From an optimization exercise on the open Yosys and OpenROAD flow, aimed at small area and a short achievable clock period; shortcuts taken in it are not production practice.
In this exercise RTL edits were held to simulation tests only and were not proved equivalent to the original.

==> job 8589: inputs <==
Design nr_temporal, start of the top module:
module nr_temporal (
    input  wire        clk,
    input  wire        rst,
    input  wire        cfg_we,
    input  wire [5:0]  cfg_addr,
    input  wire [31:0] cfg_wdata,
    input  wire        in_valid,
    input  wire [15:0] in_cur,      
    input  wire [15:0] in_ref,      
    input  wire        in_ref_ok,   
    input  wire [1:0]  in_x,        
    input  wire [1:0]  in_y,        
    output reg         out_valid,
    output reg  [15:0] out_pix
);
    reg [16*17-1:0] nz_e;      
    reg [16*16-1:0] nz_o;      
    reg [5:0]  kspan;     
    reg [7:0]  mg_lo, mg_hi;
    reg        dither;
    reg [1:0]  bsel;      
    reg        cw_rst;
    reg        cw_we;
    reg [5:0]  cw_addr;
    wire [23:0] cw_data;
    always @(posedge clk) begin
        cw_rst  <= rst;
        cw_we   <= cfg_we & ~rst;
        cw_addr <= cfg_addr;
    end
    integer n;
    always @(posedge clk) begin
        if (cw_rst) begin
            for (n = 0; n < 17; n = n + 1)
                nz_e[16*n +: 16] <= 16'd16;
            for (n = 0; n < 16; n = n + 1)
  ...
export LEC_CHECK = 0
export CAP_MARGIN = 5
export CORE_MARGIN = 2
export CORE_UTILIZATION = 75
export CTS_CLUSTER_DIAMETER = 100
export CTS_CLUSTER_SIZE = 25
export SLEW_MARGIN = 5
create_clock -name core_clock -period 80.0 [get_ports {clk}]
standard.sh (not shown) runs the stock make flow with config.mk's settings and CLKGATE_MAP_FILE= SYNTH_SCRIPT=/design/flow/synth_recipe.tcl, a recipe that flattens the netlist after the stock synthesis.
==> flow/flow/run.sh <==
#!/bin/bash
# The standard layout (the standard.sh: standard synthesis and the ORFS
# flow to the final layout), with the input and output port buffers made of
# plain buffers (sky130_fd_sc_hd__buf_2) instead of the resizer's default
# pick. Every port still gets its own buffer.
set -o pipefail
export BUFFER_PORTS_ARGS="-buffer_cell sky130_fd_sc_hd__buf_2"
bash standard.sh finish > standard.log 2>&1
==> job 1307 (differences from job 8589) <==
--- a/flow/design.v
+++ b/flow/design.v
@@ -19,17 +19,18 @@
     reg [7:0]  mg_lo, mg_hi;
     reg        dither;
     reg [1:0]  bsel;      
     reg        cw_rst;
     reg        cw_we;
     reg [5:0]  cw_addr;
-    wire [23:0] cw_data;
+    reg [23:0] cw_data;
     always @(posedge clk) begin
         cw_rst  <= rst;
         cw_we   <= cfg_we & ~rst;
         cw_addr <= cfg_addr;
+        cw_data <= cfg_wdata[23:0];
     end
     integer n;
     always @(posedge clk) begin
         if (cw_rst) begin
             for (n = 0; n < 17; n = n + 1)
                 nz_e[16*n +: 16] <= 16'd16;
@@ -64,18 +65,16 @@
     reg [3:0]  p0_xy;
     always @(posedge clk) begin
         if (rst)
             p0_v <= 1'b0;
         else
             p0_v <= in_valid;
-        p0_c  <= cfg_we ? cfg_wdata[15:0] : in_cur;
-        p0_r  <= {in_ref_ok ? in_ref[15:8] : in_cur[15:8],
-                  cfg_we ? cfg_wdata[23:16] : in_ref_ok ? in_ref[7:0] : in_cur[7:0]};
+        p0_c  <= in_cur;
+        p0_r  <= in_ref_ok ? in_ref : in_cur;
         p0_xy <= {in_y, in_x};
     end
-    assign cw_data = {p0_r[7:0], p0_c};
     reg [4:0]  knot;
     reg [10:0] pf;
     always @* begin
         case (bsel)
             2'd0:    begin knot = p0_c[7:3];   pf = {p0_c[2:0],  8'd0}; end
             2'd1:    begin knot = p0_c[9:5];   pf = {p0_c[4:0],  6'd0}; end
@@ -3845,24 +3844,24 @@
     assign s2_s611 = s2_s539 ^ s2_c572 ^ s2_s573;
     assign s2_c612 = (s2_s539 & s2_c572) | (s2_s573 & (s2_s539 ^ s2_c572));
     assign s2_s613 = s2_c540 ^ s2_c574 ^ s2_s575;
     assign s2_c614 = (s2_c540 & s2_c574) | (s2_s575 & (s2_c540 ^ s2_c574));
     assign s2_s615 = s2_a420 ^ s2_a435 ^ s2_c576;
     assign s2_c616 = (s2_a420 & s2_a435) | (s2_c576 & (s2_a420 ^ s2_a435));
-    assign s2_s617 = s2_a310 ^ s2_a325;
-    assign s2_c618 = s2_a310 & s2_a325;
-    assign s2_s619 = s2_a341 ^ s2_s577 ^ s2_c618;
-    assign s2_c620 = (s2_a341 & s2_s577) | (s2_c618 & (s2_a341 ^ s2_s577));
-    assign s2_s621 = s2_c578 ^ s2_s579 ^ s2_c620;
-    assign s2_c622 = (s2_c578 & s2_s579) | (s2_c620 & (s2_c578 ^ s2_s579));
-    assign s2_s623 = s2_a2 ^ s2_a17;
-    assign s2_c624 = s2_a2 & s2_a17;
-    assign s2_s625 = s2_a33 ^ s2_s269 ^ s2_c624;
-    assign s2_c626 = (s2_a33 & s2_s269) | (s2_c624 & (s2_a33 ^ s2_s269));
-    assign s2_s627 = s2_c270 ^ s2_s271 ^ s2_c626;
-    assign s2_c628 = (s2_c270 & s2_s271) | (s2_c626 & (s2_c270 ^ s2_s271));
+    assign s2_s617 = s2_a2 ^ s2_a17;
+    assign s2_c618 = s2_a2 & s2_a17;
+    assign s2_s619 = s2_a33 ^ s2_s269 ^ s2_c618;
+    assign s2_c620 = (s2_a33 & s2_s269) | (s2_c618 & (s2_a33 ^ s2_s269));
+    assign s2_s621 = s2_c270 ^ s2_s271 ^ s2_c620;
+    assign s2_c622 = (s2_c270 & s2_s271) | (s2_c620 & (s2_c270 ^ s2_s271));
+    assign s2_s623 = s2_a310 ^ s2_a325;
+    assign s2_c624 = s2_a310 & s2_a325;
+    assign s2_s625 = s2_a341 ^ s2_s577 ^ s2_c624;
+    assign s2_c626 = (s2_a341 & s2_s577) | (s2_c624 & (s2_a341 ^ s2_s577));
+    assign s2_s627 = s2_c578 ^ s2_s579 ^ s2_c626;
+    assign s2_c628 = (s2_c578 & s2_s579) | (s2_c626 & (s2_c578 ^ s2_s579));
     assign s2_dm629 = p1_e[0] ^ p1_e[16];
     assign s2_dm630 = p1_e[1] ^ p1_e[16];
     assign s2_dm631 = p1_e[2] ^ p1_e[16];
     assign s2_dm632 = p1_e[3] ^ p1_e[16];
     assign s2_dm633 = p1_e[4] ^ p1_e[16];
     assign s2_dm634 = p1_e[5] ^ p1_e[16];
@@ -3905,14 +3904,14 @@
     assign s2_s671 = s2_dm641 ^ ~s2_c304;
     assign s2_c672 = s2_dm641 & ~s2_c304;
     assign s2_s673 = s2_dm642 ^ ~s2_c306;
     assign s2_c674 = s2_dm642 & ~s2_c306;
     assign s2_s675 = s2_dm643 ^ ~s2_a128;
     assign s2_c676 = s2_dm643 & ~s2_a128;
-    assign s2_s677 = ~s2_c628 ^ 1'b1;
-    assign s2_c678 = ~s2_c628 & 1'b1;
+    assign s2_s677 = ~s2_c622 ^ 1'b1;
+    assign s2_c678 = ~s2_c622 & 1'b1;
     assign s2_s679 = ~s2_c274 ^ ~s2_s275 ^ s2_c646;
     assign s2_c680 = (~s2_c274 & ~s2_s275) | (s2_c646 & (~s2_c274 ^ ~s2_s275));
     assign s2_s681 = ~s2_c276 ^ ~s2_s277;
     assign s2_c682 = ~s2_c276 & ~s2_s277;
     assign s2_s683 = ~s2_c278 ^ ~s2_s279;
     assign s2_c684 = ~s2_c278 & ~s2_s279;
@@ -4102,14 +4101,14 @@
     assign s2_y868 = s2_p754 ^ s2_G841;
     assign s2_y869 = s2_p756 ^ s2_G843;
     assign s2_y870 = s2_p758 ^ s2_G845;
     assign s2_y871 = s2_p760 ^ s2_G847;
     assign s2_s872 = s2_c580 ^ s2_s581;
     assign s2_c873 = s2_c580 & s2_s581;
-    assign s2_s874 = ~s2_c272 ^ ~s2_s273 ^ s2_c622;
-    assign s2_c875 = (~s2_c272 & ~s2_s273) | (s2_c622 & (~s2_c272 ^ ~s2_s273));
+    assign s2_s874 = ~s2_c272 ^ ~s2_s273 ^ s2_c628;
+    assign s2_c875 = (~s2_c272 & ~s2_s273) | (s2_c628 & (~s2_c272 ^ ~s2_s273));
     assign s2_s876 = s2_c582 ^ s2_s583 ^ ~s2_c274;
     assign s2_c877 = (s2_c582 & s2_s583) | (~s2_c274 & (s2_c582 ^ s2_s583));
     assign s2_s878 = s2_c584 ^ s2_s585;
     assign s2_c879 = s2_c584 & s2_s585;
     assign s2_s880 = s2_c586 ^ s2_s587;
     assign s2_c881 = s2_c586 & s2_s587;
@@ -4140,14 +4139,14 @@
     assign s2_s906 = s2_c612 ^ s2_s613;
     assign s2_c907 = s2_c612 & s2_s613;
     assign s2_s908 = s2_c614 ^ s2_s615;
     assign s2_c909 = s2_c614 & s2_s615;
     assign s2_s910 = s2_a436 ^ s2_c616;
     assign s2_c911 = s2_a436 & s2_c616;
-    assign s2_s912 = ~s2_c628 ^ 1'b1;
-    assign s2_c913 = ~s2_c628 & 1'b1;
+    assign s2_s912 = ~s2_c622 ^ 1'b1;
+    assign s2_c913 = ~s2_c622 & 1'b1;
     assign s2_s914 = ~s2_s275 ^ s2_c873 ^ s2_c875;
     assign s2_c915 = (~s2_s275 & s2_c873) | (s2_c875 & (~s2_s275 ^ s2_c873));
     assign s2_s916 = ~s2_c276 ^ ~s2_s277 ^ s2_c877;
     assign s2_c917 = (~s2_c276 & ~s2_s277) | (s2_c877 & (~s2_c276 ^ ~s2_s277));
     assign s2_s918 = ~s2_c278 ^ ~s2_s279 ^ s2_c879;
     assign s2_c919 = (~s2_c278 & ~s2_s279) | (s2_c879 & (~s2_c278 ^ ~s2_s279));
- CAP_MARGIN: 5 -> 10
- CORE_UTILIZATION: 75 -> 65
- GPL_ROUTABILITY_DRIVEN: not set -> 0
- GPL_TIMING_DRIVEN: not set -> 0
- SLEW_MARGIN: 5 -> 10
==> job 1340 (differences from job 8589) <==
--- a/flow/design.v
+++ b/flow/design.v
@@ -19,17 +19,18 @@
     reg [7:0]  mg_lo, mg_hi;
     reg        dither;
     reg [1:0]  bsel;      
     reg        cw_rst;
     reg        cw_we;
     reg [5:0]  cw_addr;
-    wire [23:0] cw_data;
+    reg [23:0] cw_data;
     always @(posedge clk) begin
         cw_rst  <= rst;
         cw_we   <= cfg_we & ~rst;
         cw_addr <= cfg_addr;
+        cw_data <= cfg_wdata[23:0];
     end
     integer n;
     always @(posedge clk) begin
         if (cw_rst) begin
             for (n = 0; n < 17; n = n + 1)
                 nz_e[16*n +: 16] <= 16'd16;
@@ -64,18 +65,16 @@
     reg [3:0]  p0_xy;
     always @(posedge clk) begin
         if (rst)
             p0_v <= 1'b0;
         else
             p0_v <= in_valid;
-        p0_c  <= cfg_we ? cfg_wdata[15:0] : in_cur;
-        p0_r  <= {in_ref_ok ? in_ref[15:8] : in_cur[15:8],
-                  cfg_we ? cfg_wdata[23:16] : in_ref_ok ? in_ref[7:0] : in_cur[7:0]};
+        p0_c  <= in_cur;
+        p0_r  <= in_ref_ok ? in_ref : in_cur;
         p0_xy <= {in_y, in_x};
     end
-    assign cw_data = {p0_r[7:0], p0_c};
     reg [4:0]  knot;
     reg [10:0] pf;
     always @* begin
         case (bsel)
             2'd0:    begin knot = p0_c[7:3];   pf = {p0_c[2:0],  8'd0}; end
             2'd1:    begin knot = p0_c[9:5];   pf = {p0_c[4:0],  6'd0}; end
@@ -3845,24 +3844,24 @@
     assign s2_s611 = s2_s539 ^ s2_c572 ^ s2_s573;
     assign s2_c612 = (s2_s539 & s2_c572) | (s2_s573 & (s2_s539 ^ s2_c572));
     assign s2_s613 = s2_c540 ^ s2_c574 ^ s2_s575;
     assign s2_c614 = (s2_c540 & s2_c574) | (s2_s575 & (s2_c540 ^ s2_c574));
     assign s2_s615 = s2_a420 ^ s2_a435 ^ s2_c576;
     assign s2_c616 = (s2_a420 & s2_a435) | (s2_c576 & (s2_a420 ^ s2_a435));
-    assign s2_s617 = s2_a310 ^ s2_a325;
-    assign s2_c618 = s2_a310 & s2_a325;
-    assign s2_s619 = s2_a341 ^ s2_s577 ^ s2_c618;
-    assign s2_c620 = (s2_a341 & s2_s577) | (s2_c618 & (s2_a341 ^ s2_s577));
-    assign s2_s621 = s2_c578 ^ s2_s579 ^ s2_c620;
-    assign s2_c622 = (s2_c578 & s2_s579) | (s2_c620 & (s2_c578 ^ s2_s579));
-    assign s2_s623 = s2_a2 ^ s2_a17;
-    assign s2_c624 = s2_a2 & s2_a17;
-    assign s2_s625 = s2_a33 ^ s2_s269 ^ s2_c624;
-    assign s2_c626 = (s2_a33 & s2_s269) | (s2_c624 & (s2_a33 ^ s2_s269));
-    assign s2_s627 = s2_c270 ^ s2_s271 ^ s2_c626;
-    assign s2_c628 = (s2_c270 & s2_s271) | (s2_c626 & (s2_c270 ^ s2_s271));
+    assign s2_s617 = s2_a2 ^ s2_a17;
+    assign s2_c618 = s2_a2 & s2_a17;
+    assign s2_s619 = s2_a33 ^ s2_s269 ^ s2_c618;
+    assign s2_c620 = (s2_a33 & s2_s269) | (s2_c618 & (s2_a33 ^ s2_s269));
+    assign s2_s621 = s2_c270 ^ s2_s271 ^ s2_c620;
+    assign s2_c622 = (s2_c270 & s2_s271) | (s2_c620 & (s2_c270 ^ s2_s271));
+    assign s2_s623 = s2_a310 ^ s2_a325;
+    assign s2_c624 = s2_a310 & s2_a325;
+    assign s2_s625 = s2_a341 ^ s2_s577 ^ s2_c624;
+    assign s2_c626 = (s2_a341 & s2_s577) | (s2_c624 & (s2_a341 ^ s2_s577));
+    assign s2_s627 = s2_c578 ^ s2_s579 ^ s2_c626;
+    assign s2_c628 = (s2_c578 & s2_s579) | (s2_c626 & (s2_c578 ^ s2_s579));
     assign s2_dm629 = p1_e[0] ^ p1_e[16];
     assign s2_dm630 = p1_e[1] ^ p1_e[16];
     assign s2_dm631 = p1_e[2] ^ p1_e[16];
     assign s2_dm632 = p1_e[3] ^ p1_e[16];
     assign s2_dm633 = p1_e[4] ^ p1_e[16];
     assign s2_dm634 = p1_e[5] ^ p1_e[16];
@@ -3905,14 +3904,14 @@
     assign s2_s671 = s2_dm641 ^ ~s2_c304;
     assign s2_c672 = s2_dm641 & ~s2_c304;
     assign s2_s673 = s2_dm642 ^ ~s2_c306;
     assign s2_c674 = s2_dm642 & ~s2_c306;
     assign s2_s675 = s2_dm643 ^ ~s2_a128;
     assign s2_c676 = s2_dm643 & ~s2_a128;
-    assign s2_s677 = ~s2_c628 ^ 1'b1;
-    assign s2_c678 = ~s2_c628 & 1'b1;
+    assign s2_s677 = ~s2_c622 ^ 1'b1;
+    assign s2_c678 = ~s2_c622 & 1'b1;
     assign s2_s679 = ~s2_c274 ^ ~s2_s275 ^ s2_c646;
     assign s2_c680 = (~s2_c274 & ~s2_s275) | (s2_c646 & (~s2_c274 ^ ~s2_s275));
     assign s2_s681 = ~s2_c276 ^ ~s2_s277;
     assign s2_c682 = ~s2_c276 & ~s2_s277;
     assign s2_s683 = ~s2_c278 ^ ~s2_s279;
     assign s2_c684 = ~s2_c278 & ~s2_s279;
@@ -4102,14 +4101,14 @@
     assign s2_y868 = s2_p754 ^ s2_G841;
     assign s2_y869 = s2_p756 ^ s2_G843;
     assign s2_y870 = s2_p758 ^ s2_G845;
     assign s2_y871 = s2_p760 ^ s2_G847;
     assign s2_s872 = s2_c580 ^ s2_s581;
     assign s2_c873 = s2_c580 & s2_s581;
-    assign s2_s874 = ~s2_c272 ^ ~s2_s273 ^ s2_c622;
-    assign s2_c875 = (~s2_c272 & ~s2_s273) | (s2_c622 & (~s2_c272 ^ ~s2_s273));
+    assign s2_s874 = ~s2_c272 ^ ~s2_s273 ^ s2_c628;
+    assign s2_c875 = (~s2_c272 & ~s2_s273) | (s2_c628 & (~s2_c272 ^ ~s2_s273));
     assign s2_s876 = s2_c582 ^ s2_s583 ^ ~s2_c274;
     assign s2_c877 = (s2_c582 & s2_s583) | (~s2_c274 & (s2_c582 ^ s2_s583));
     assign s2_s878 = s2_c584 ^ s2_s585;
     assign s2_c879 = s2_c584 & s2_s585;
     assign s2_s880 = s2_c586 ^ s2_s587;
     assign s2_c881 = s2_c586 & s2_s587;
@@ -4140,14 +4139,14 @@
     assign s2_s906 = s2_c612 ^ s2_s613;
     assign s2_c907 = s2_c612 & s2_s613;
     assign s2_s908 = s2_c614 ^ s2_s615;
     assign s2_c909 = s2_c614 & s2_s615;
     assign s2_s910 = s2_a436 ^ s2_c616;
     assign s2_c911 = s2_a436 & s2_c616;
-    assign s2_s912 = ~s2_c628 ^ 1'b1;
-    assign s2_c913 = ~s2_c628 & 1'b1;
+    assign s2_s912 = ~s2_c622 ^ 1'b1;
+    assign s2_c913 = ~s2_c622 & 1'b1;
     assign s2_s914 = ~s2_s275 ^ s2_c873 ^ s2_c875;
     assign s2_c915 = (~s2_s275 & s2_c873) | (s2_c875 & (~s2_s275 ^ s2_c873));
     assign s2_s916 = ~s2_c276 ^ ~s2_s277 ^ s2_c877;
     assign s2_c917 = (~s2_c276 & ~s2_s277) | (s2_c877 & (~s2_c276 ^ ~s2_s277));
     assign s2_s918 = ~s2_c278 ^ ~s2_s279 ^ s2_c879;
     assign s2_c919 = (~s2_c278 & ~s2_s279) | (s2_c879 & (~s2_c278 ^ ~s2_s279));
- CTS_CLUSTER_DIAMETER: 100 -> 150
==> job 5311 (differences from job 8589) <==
--- a/flow/design.v
+++ b/flow/design.v
@@ -19,17 +19,18 @@
     reg [7:0]  mg_lo, mg_hi;
     reg        dither;
     reg [1:0]  bsel;      
     reg        cw_rst;
     reg        cw_we;
     reg [5:0]  cw_addr;
-    wire [23:0] cw_data;
+    reg [23:0] cw_data;
     always @(posedge clk) begin
         cw_rst  <= rst;
         cw_we   <= cfg_we & ~rst;
         cw_addr <= cfg_addr;
+        cw_data <= cfg_wdata[23:0];
     end
     integer n;
     always @(posedge clk) begin
         if (cw_rst) begin
             for (n = 0; n < 17; n = n + 1)
                 nz_e[16*n +: 16] <= 16'd16;
@@ -64,18 +65,16 @@
     reg [3:0]  p0_xy;
     always @(posedge clk) begin
         if (rst)
             p0_v <= 1'b0;
         else
             p0_v <= in_valid;
-        p0_c  <= cfg_we ? cfg_wdata[15:0] : in_cur;
-        p0_r  <= {in_ref_ok ? in_ref[15:8] : in_cur[15:8],
-                  cfg_we ? cfg_wdata[23:16] : in_ref_ok ? in_ref[7:0] : in_cur[7:0]};
+        p0_c  <= in_cur;
+        p0_r  <= in_ref_ok ? in_ref : in_cur;
         p0_xy <= {in_y, in_x};
     end
-    assign cw_data = {p0_r[7:0], p0_c};
     reg [4:0]  knot;
     reg [10:0] pf;
     always @* begin
         case (bsel)
             2'd0:    begin knot = p0_c[7:3];   pf = {p0_c[2:0],  8'd0}; end
             2'd1:    begin knot = p0_c[9:5];   pf = {p0_c[4:0],  6'd0}; end
@@ -3845,24 +3844,24 @@
     assign s2_s611 = s2_s539 ^ s2_c572 ^ s2_s573;
     assign s2_c612 = (s2_s539 & s2_c572) | (s2_s573 & (s2_s539 ^ s2_c572));
     assign s2_s613 = s2_c540 ^ s2_c574 ^ s2_s575;
     assign s2_c614 = (s2_c540 & s2_c574) | (s2_s575 & (s2_c540 ^ s2_c574));
     assign s2_s615 = s2_a420 ^ s2_a435 ^ s2_c576;
     assign s2_c616 = (s2_a420 & s2_a435) | (s2_c576 & (s2_a420 ^ s2_a435));
-    assign s2_s617 = s2_a310 ^ s2_a325;
-    assign s2_c618 = s2_a310 & s2_a325;
-    assign s2_s619 = s2_a341 ^ s2_s577 ^ s2_c618;
-    assign s2_c620 = (s2_a341 & s2_s577) | (s2_c618 & (s2_a341 ^ s2_s577));
-    assign s2_s621 = s2_c578 ^ s2_s579 ^ s2_c620;
-    assign s2_c622 = (s2_c578 & s2_s579) | (s2_c620 & (s2_c578 ^ s2_s579));
-    assign s2_s623 = s2_a2 ^ s2_a17;
-    assign s2_c624 = s2_a2 & s2_a17;
-    assign s2_s625 = s2_a33 ^ s2_s269 ^ s2_c624;
-    assign s2_c626 = (s2_a33 & s2_s269) | (s2_c624 & (s2_a33 ^ s2_s269));
-    assign s2_s627 = s2_c270 ^ s2_s271 ^ s2_c626;
-    assign s2_c628 = (s2_c270 & s2_s271) | (s2_c626 & (s2_c270 ^ s2_s271));
+    assign s2_s617 = s2_a2 ^ s2_a17;
+    assign s2_c618 = s2_a2 & s2_a17;
+    assign s2_s619 = s2_a33 ^ s2_s269 ^ s2_c618;
+    assign s2_c620 = (s2_a33 & s2_s269) | (s2_c618 & (s2_a33 ^ s2_s269));
+    assign s2_s621 = s2_c270 ^ s2_s271 ^ s2_c620;
+    assign s2_c622 = (s2_c270 & s2_s271) | (s2_c620 & (s2_c270 ^ s2_s271));
+    assign s2_s623 = s2_a310 ^ s2_a325;
+    assign s2_c624 = s2_a310 & s2_a325;
+    assign s2_s625 = s2_a341 ^ s2_s577 ^ s2_c624;
+    assign s2_c626 = (s2_a341 & s2_s577) | (s2_c624 & (s2_a341 ^ s2_s577));
+    assign s2_s627 = s2_c578 ^ s2_s579 ^ s2_c626;
+    assign s2_c628 = (s2_c578 & s2_s579) | (s2_c626 & (s2_c578 ^ s2_s579));
     assign s2_dm629 = p1_e[0] ^ p1_e[16];
     assign s2_dm630 = p1_e[1] ^ p1_e[16];
     assign s2_dm631 = p1_e[2] ^ p1_e[16];
     assign s2_dm632 = p1_e[3] ^ p1_e[16];
     assign s2_dm633 = p1_e[4] ^ p1_e[16];
     assign s2_dm634 = p1_e[5] ^ p1_e[16];
@@ -3905,14 +3904,14 @@
     assign s2_s671 = s2_dm641 ^ ~s2_c304;
     assign s2_c672 = s2_dm641 & ~s2_c304;
     assign s2_s673 = s2_dm642 ^ ~s2_c306;
     assign s2_c674 = s2_dm642 & ~s2_c306;
     assign s2_s675 = s2_dm643 ^ ~s2_a128;
     assign s2_c676 = s2_dm643 & ~s2_a128;
-    assign s2_s677 = ~s2_c628 ^ 1'b1;
-    assign s2_c678 = ~s2_c628 & 1'b1;
+    assign s2_s677 = ~s2_c622 ^ 1'b1;
+    assign s2_c678 = ~s2_c622 & 1'b1;
     assign s2_s679 = ~s2_c274 ^ ~s2_s275 ^ s2_c646;
     assign s2_c680 = (~s2_c274 & ~s2_s275) | (s2_c646 & (~s2_c274 ^ ~s2_s275));
     assign s2_s681 = ~s2_c276 ^ ~s2_s277;
     assign s2_c682 = ~s2_c276 & ~s2_s277;
     assign s2_s683 = ~s2_c278 ^ ~s2_s279;
     assign s2_c684 = ~s2_c278 & ~s2_s279;
@@ -4102,14 +4101,14 @@
     assign s2_y868 = s2_p754 ^ s2_G841;
     assign s2_y869 = s2_p756 ^ s2_G843;
     assign s2_y870 = s2_p758 ^ s2_G845;
     assign s2_y871 = s2_p760 ^ s2_G847;
     assign s2_s872 = s2_c580 ^ s2_s581;
     assign s2_c873 = s2_c580 & s2_s581;
-    assign s2_s874 = ~s2_c272 ^ ~s2_s273 ^ s2_c622;
-    assign s2_c875 = (~s2_c272 & ~s2_s273) | (s2_c622 & (~s2_c272 ^ ~s2_s273));
+    assign s2_s874 = ~s2_c272 ^ ~s2_s273 ^ s2_c628;
+    assign s2_c875 = (~s2_c272 & ~s2_s273) | (s2_c628 & (~s2_c272 ^ ~s2_s273));
     assign s2_s876 = s2_c582 ^ s2_s583 ^ ~s2_c274;
     assign s2_c877 = (s2_c582 & s2_s583) | (~s2_c274 & (s2_c582 ^ s2_s583));
     assign s2_s878 = s2_c584 ^ s2_s585;
     assign s2_c879 = s2_c584 & s2_s585;
     assign s2_s880 = s2_c586 ^ s2_s587;
     assign s2_c881 = s2_c586 & s2_s587;
@@ -4140,14 +4139,14 @@
     assign s2_s906 = s2_c612 ^ s2_s613;
     assign s2_c907 = s2_c612 & s2_s613;
     assign s2_s908 = s2_c614 ^ s2_s615;
     assign s2_c909 = s2_c614 & s2_s615;
     assign s2_s910 = s2_a436 ^ s2_c616;
     assign s2_c911 = s2_a436 & s2_c616;
-    assign s2_s912 = ~s2_c628 ^ 1'b1;
-    assign s2_c913 = ~s2_c628 & 1'b1;
+    assign s2_s912 = ~s2_c622 ^ 1'b1;
+    assign s2_c913 = ~s2_c622 & 1'b1;
     assign s2_s914 = ~s2_s275 ^ s2_c873 ^ s2_c875;
     assign s2_c915 = (~s2_s275 & s2_c873) | (s2_c875 & (~s2_s275 ^ s2_c873));
     assign s2_s916 = ~s2_c276 ^ ~s2_s277 ^ s2_c877;
     assign s2_c917 = (~s2_c276 & ~s2_s277) | (s2_c877 & (~s2_c276 ^ ~s2_s277));
     assign s2_s918 = ~s2_c278 ^ ~s2_s279 ^ s2_c879;
     assign s2_c919 = (~s2_c278 & ~s2_s279) | (s2_c879 & (~s2_c278 ^ ~s2_s279));
- CAP_MARGIN: 5 -> 10
- CORE_UTILIZATION: 75 -> 55
- CTS_CLUSTER_DIAMETER: 100 -> 80
- CTS_CLUSTER_SIZE: 25 -> 30
- SLEW_MARGIN: 5 -> 10
==> qor summary <==
	job 8589	job 5311	job 1307	job 1340
Status	finished clean	finished clean	finished clean	finished clean
Routed wire length	148000 um	164000 um	176000 um	153000 um
Startpoint of the most critical hold path	p2_e[15]$_DFF_P_	p0_xy[0]$_DFF_P_	p1_c[3]$_DFF_P_	p2_c[11]$_DFF_P_
Diodes inserted	0	0	2	1
Core region area	74700 sq um	103000 sq um	87000 sq um	75700 sq um
Initial Utilization	76.1%	55.4%	65.7%	75.6%
Die W	279 um	327 um	301 um	280 um
Number of combinational gates with multiple inputs	4581	4823	4823	4823
HPWL Detailed	105000 um	117000 um	140000 um	110000 um
Initial antenna violation count	2	7	4	2
Port buffer count	87	87	86	87
Achievable Freq	0.0586 GHz	0.0583 GHz	0.0584 GHz	0.0587 GHz
Part of the cycle the worst path needs	21.3%	21.4%	21.4%	21.3%
Row cnt	100	118	108	101
Sequential cell count	801	825	825	825
Post-DR wirelength/cell	20.7 um	20.8 um	22.1 um	20.6 um
WP data arrival	1060 ps	1140 ps	1120 ps	1040 ps

-- re-timing with driven ports --
Ports are ideal in the flow. The routed layouts listed here were re-timed in OpenROAD.
Step 1 assumes that a clkbuf_16 drives the clock port and a buf_2 every other input.
Step 2, shift: input delay + t, output delay - t, t = (earliest + latest rising clock arrival at the registers) / 2. This alone moves slack from input paths to output paths.
a / b / c = no drivers / after step 1 / after step 2; a / b = the first two.
run	t (ns)	setup WS [ns]	hold slack, ns	latest minus earliest clock arrival (ns)
job 8589	0.690	62.941 / 62.866 / 62.891	0.325 / 0.325 / 0.325	0.031 / 0.032
job 1307	0.704	62.881 / 62.805 / 62.686	0.321 / 0.321 / 0.321	0.063 / 0.063
job 1340	0.667	62.957 / 62.885 / 63.127	0.326 / 0.326 / 0.326	0.024 / 0.024
job 5311	0.748	62.860 / 62.781 / 63.164	0.335 / 0.335 / 0.335	0.077 / 0.078
After both steps setup and hold are still met in every run listed. For job 1307, which loses most, drivers alone change the setup slack by -0.076 ns; drivers and shift together by -0.195 ns.
